Context: an optimization exercise on an open-source flow, tuned for small area, a short achievable clock period and few clock cycles per item. The choices shown serve that exercise and are no tape-out recipe. Power figures rest on the tool's default switching activity, not on a simulated workload.

==> module div_unit, before the edit <==
module div_unit (
    input  wire        clk,
    input  wire        rst,
    input  wire        start,
    input  wire [1:0]  op,       
    input  wire [63:0] a,        
    input  wire [63:0] b,        
    output wire        ready,
    output reg         done,
    output wire [63:0] quot,
    output wire [63:0] rem
);
    localparam S_IDLE = 3'd0, S_SIZE = 3'd1, S_ALIGN = 3'd2, S_ITER = 3'd3,
               S_FIX = 3'd4;
    reg [2:0]   state;
    reg [5:0]   count;           
    reg [64:0]  r;               
    reg [63:0]  z;               
    reg [63:0]  zm;              
    reg [64:0]  y;               
    reg         cin;             
    reg         g;               
    reg         first;           
    reg         an, bn;          
    reg         b0;              
    reg         imm;             
    reg         ovf32;           
    reg         dneg;            
    reg         qneg;            
    reg [6:0]   ma, mb;          
    wire last = (count == 6'd0);
    assign ready = (state == S_IDLE) | (state == S_FIX) | ((state == S_SIZE) & imm);
    assign quot  = z;
    assign rem   = r[63:0];
    wire        t_sgn = ~op[0];
    wire        t_w32 = op[1];
    wire [63:0] a_x  = t_w32 ? {{32{t_sgn & a[31]}}, a[31:0]} : a;
    wire [63:0] b_x  = t_w32 ? {{32{t_sgn & b[31]}}, b[31:0]} : b;
    wire        an_t = t_sgn & a_x[63];
    wire        bn_t = t_sgn & b_x[63];
    wire [63:0] s_t  = an_t ? {~a_x[62:0], 1'b1} : a_x;
    wire [63:0] u_t  = bn_t ? ~b_x : b_x;
    wire [3:0]  ga, gb;
    genvar gi;
    generate for (gi = 0; gi < 4; gi = gi + 1) begin : grp
        assign ga[gi] = |s_t[16*gi+15:16*gi];
        assign gb[gi] = |u_t[16*gi+15:16*gi];
    end endgenerate
    wire        b0_t  = ~|b_x;
    wire        imm_t = b0_t | (gb[3] & ~ga[3]) |
                        (gb[2] & ~|ga[3:2]) | (gb[1] & ~|ga[3:1]);
    wire        ovf_t = t_w32 & t_sgn & (a_x[31:0] == 32'h80000000) &
                        (b_x[31:0] == 32'hFFFFFFFF);
    function [6:0] msb7;
        input [63:0] v;
        reg [31:0] v5; reg [15:0] v4; reg [7:0] v3; reg [3:0] v2; reg [1:0] v1;
        begin
            msb7[6] = ~|v;
            msb7[5] = |v[63:32];
            v5 = msb7[5] ? v[63:32] : v[31:0];
            msb7[4] = |v5[31:16];
            v4 = msb7[4] ? v5[31:16] : v5[15:0];
            msb7[3] = |v4[15:8];
            v3 = msb7[3] ? v4[15:8] : v4[7:0];
            msb7[2] = |v3[7:4];
            v2 = msb7[2] ? v3[7:4] : v3[3:0];
            msb7[1] = |v2[3:2];
            v1 = msb7[1] ? v2[3:2] : v2[1:0];
            msb7[0] = v1[1];
            if (msb7[6]) msb7[5:0] = 6'h3f;
        end
    endfunction
    wire [64:0] a_h  = an ? {2'b11, ~zm[63:1]} : {1'b0, zm};
    wire [7:0]  k    = {ma[6], ma} - {mb[6], mb};
    wire [5:0]  ks   = k[5:0] | {6{k[6]}};
    wire [64:0] ush  = {1'b0, y[63:0]} << ks;
    wire [64:0] msk  = ~({65{1'b1}} << ks);
    wire [64:0] bsh  = ush | (msk & {65{bn}});
    wire        sub  = (an == bn);            
    wire [64:0] yo   = g ? y : ~y;
    wire        co   = g ? cin : ~cin;
    wire [65:0] tc   = {r, 1'b1} + {yo, co};     
    wire [64:0] t    = tc[65:1];
    wire        t0   = ((r ^ yo) == {r[63:0] | yo[63:0], co});
    wire        tg   = dneg ? (t[64] | t0) : ~t[64];
    always @(posedge clk) begin
        if (rst) begin
            state <= S_IDLE;
            done  <= 1'b0;
        end else begin
            done <= 1'b0;
            case (state)
                S_SIZE: begin
                    if (imm) begin
                        done  <= 1'b1;
                        state <= start ? S_SIZE : S_IDLE;
                    end else begin
                        state <= S_ALIGN;
                    end
                end
                S_ALIGN: begin
                    if (k[7]) begin
                        done  <= 1'b1;
                        state <= S_IDLE;
                    end else begin
                        state <= S_ITER;
                    end
                end
                S_ITER: if (last) state <= S_FIX;
                S_FIX: begin
                    done  <= 1'b1;
                    state <= start ? S_SIZE : S_IDLE;
                end
                default: if (start) state <= S_SIZE;
            endcase
        end
    end
    always @(posedge clk) begin
        if (ready) begin
            zm    <= s_t;
            y     <= {1'b0, u_t};
            an    <= an_t;
            bn    <= bn_t;
            b0    <= b0_t;
            imm   <= imm_t;
            ovf32 <= ovf_t;
        end
        case (state)
            S_SIZE: begin
                r  <= a_h;
                z  <= {64{b0}};
                ma <= msb7(zm);
                mb <= msb7(y[63:0]);
            end
            S_ALIGN: begin
                zm    <= 64'hFFFFFFFFFFFFFFFF;
                y     <= (sub ^ bn) ? ~bsh : bsh;
                cin   <= sub;
                g     <= 1'b1;
                first <= 1'b1;
                dneg  <= an;
                qneg  <= (an ^ bn) | ovf32;
                count <= ks;
            end
            S_ITER: begin
                r     <= t;
                g     <= tg;
                first <= 1'b0;
                if (!first) begin
                    z  <= (g & qneg) ? {zm[62:0], 1'b1} : {z[62:0], g};
                    zm <= {zm[62:0], ~g};
                end
                if (!last) begin
                    y     <= {y[64], y[64:1]};
                    count <= count - 6'd1;
                end
            end
            S_FIX: begin
                if (!g) r <= t;
                z <= (g & qneg) ? {zm[62:0], 1'b1} : {z[62:0], g};
            end
            default: ;
        endcase
    end
endmodule
clock: 10.0 ns
lec_check: 0
cap_margin: 20
core_margin: 2
core_utilization: 40
setup_slack_margin: 5
slew_margin: 20
run.sh (not shown) runs the stock make flow with config.mk's settings and CLKGATE_MAP_FILE= SYNTH_SCRIPT=/design/flow/synth_recipe.tcl, a recipe that flattens the netlist after the stock synthesis.
The starting point finished with timing, DRC and antenna clean.
Change:
--- a/flow/design.v
+++ b/flow/design.v
@@ -29,4 +29,5 @@
     reg         qneg;            
     reg [6:0]   ma, mb;          
+    reg         ahi;             
     wire last = (count == 6'd0);
     assign ready = (state == S_IDLE) | (state == S_FIX) | ((state == S_SIZE) & imm);
@@ -41,13 +42,15 @@
     wire [63:0] s_t  = an_t ? {~a_x[62:0], 1'b1} : a_x;
     wire [63:0] u_t  = bn_t ? ~b_x : b_x;
-    wire [3:0]  ga, gb;
+    wire [7:0]  ga, gb;
     genvar gi;
-    generate for (gi = 0; gi < 4; gi = gi + 1) begin : grp
-        assign ga[gi] = |s_t[16*gi+15:16*gi];
-        assign gb[gi] = |u_t[16*gi+15:16*gi];
+    generate for (gi = 0; gi < 8; gi = gi + 1) begin : grp
+        assign ga[gi] = |s_t[8*gi+7:8*gi];
+        assign gb[gi] = |u_t[8*gi+7:8*gi];
     end endgenerate
+    wire [7:0]  gsa   = ga | {1'b0, ga[7:1]} | {2'b0, ga[7:2]} | {3'b0, ga[7:3]} |
+                        {4'b0, ga[7:4]} | {5'b0, ga[7:5]} | {6'b0, ga[7:6]} |
+                        {7'b0, ga[7]};
     wire        b0_t  = ~|b_x;
-    wire        imm_t = b0_t | (gb[3] & ~ga[3]) |
-                        (gb[2] & ~|ga[3:2]) | (gb[1] & ~|ga[3:1]);
+    wire        imm_t = b0_t | |(gb & ~gsa);
     wire        ovf_t = t_w32 & t_sgn & (a_x[31:0] == 32'h80000000) &
                         (b_x[31:0] == 32'hFFFFFFFF);
@@ -72,5 +75,5 @@
     endfunction
     wire [64:0] a_h  = an ? {2'b11, ~zm[63:1]} : {1'b0, zm};
-    wire [7:0]  k    = {ma[6], ma} - {mb[6], mb};
+    wire [7:0]  k    = {ma[6], ma} + ~{mb[6], mb} + {7'd0, ~ahi};
     wire [5:0]  ks   = k[5:0] | {6{k[6]}};
     wire [64:0] ush  = {1'b0, y[63:0]} << ks;
@@ -131,4 +134,5 @@
                 z  <= {64{b0}};
                 ma <= msb7(zm);
+                ahi <= an & |(zm[63:1] & ~zm[62:0]);
                 mb <= msb7(y[63:0]);
             end
=>
- setup slack is about the same
- synthesized area increases by 4.0%
- combinational power decreases by about 4%
- hold slack improved by 0.018 ns
- first-iteration DRC count decreases by 0.43%
- routed wire length increases by 1.1%
- sequential power decreases by about 5%
- final cell count increases by 1.9%
- global-route usage decreases by 0.87 points
- total power decreases by 4.5%
No run of this note included a check of the RTL's function; only the layout flow was run.

==> what the ideal ports hide <==
No port has a modelled driver above. Below, the same layouts with a new extraction and two added sets of constraints. Step 1 (the two cells are an assumption about what drives the block):
set clk [get_ports {clk}]
set_driving_cell -lib_cell sky130_fd_sc_hd__clkbuf_16 $clk
set_driving_cell -lib_cell sky130_fd_sc_hd__buf_2 [delete_from_list [all_inputs] $clk]
Step 2 moves the port delays by t, midway between the first and last clock arrival at a register: inputs arrive t later, outputs are due t later. That takes back most of the time a late clock gives input paths. Three values: no drivers, after step 1, after step 2; two values: the first two.
run	t, ns	setup WS [ns]	worst setup path at the end	cell pins on the clock port's net
the first run	0.666	5.080 / 5.073 / 4.917	input to register	1
the second run	0.651	5.078 / 5.078 / 4.730	input to register	1
After both steps setup and hold are still met in every run listed. The setup slack of the second run, which loses most, moves by 0.000 ns with the drivers and by -0.348 ns with both steps.
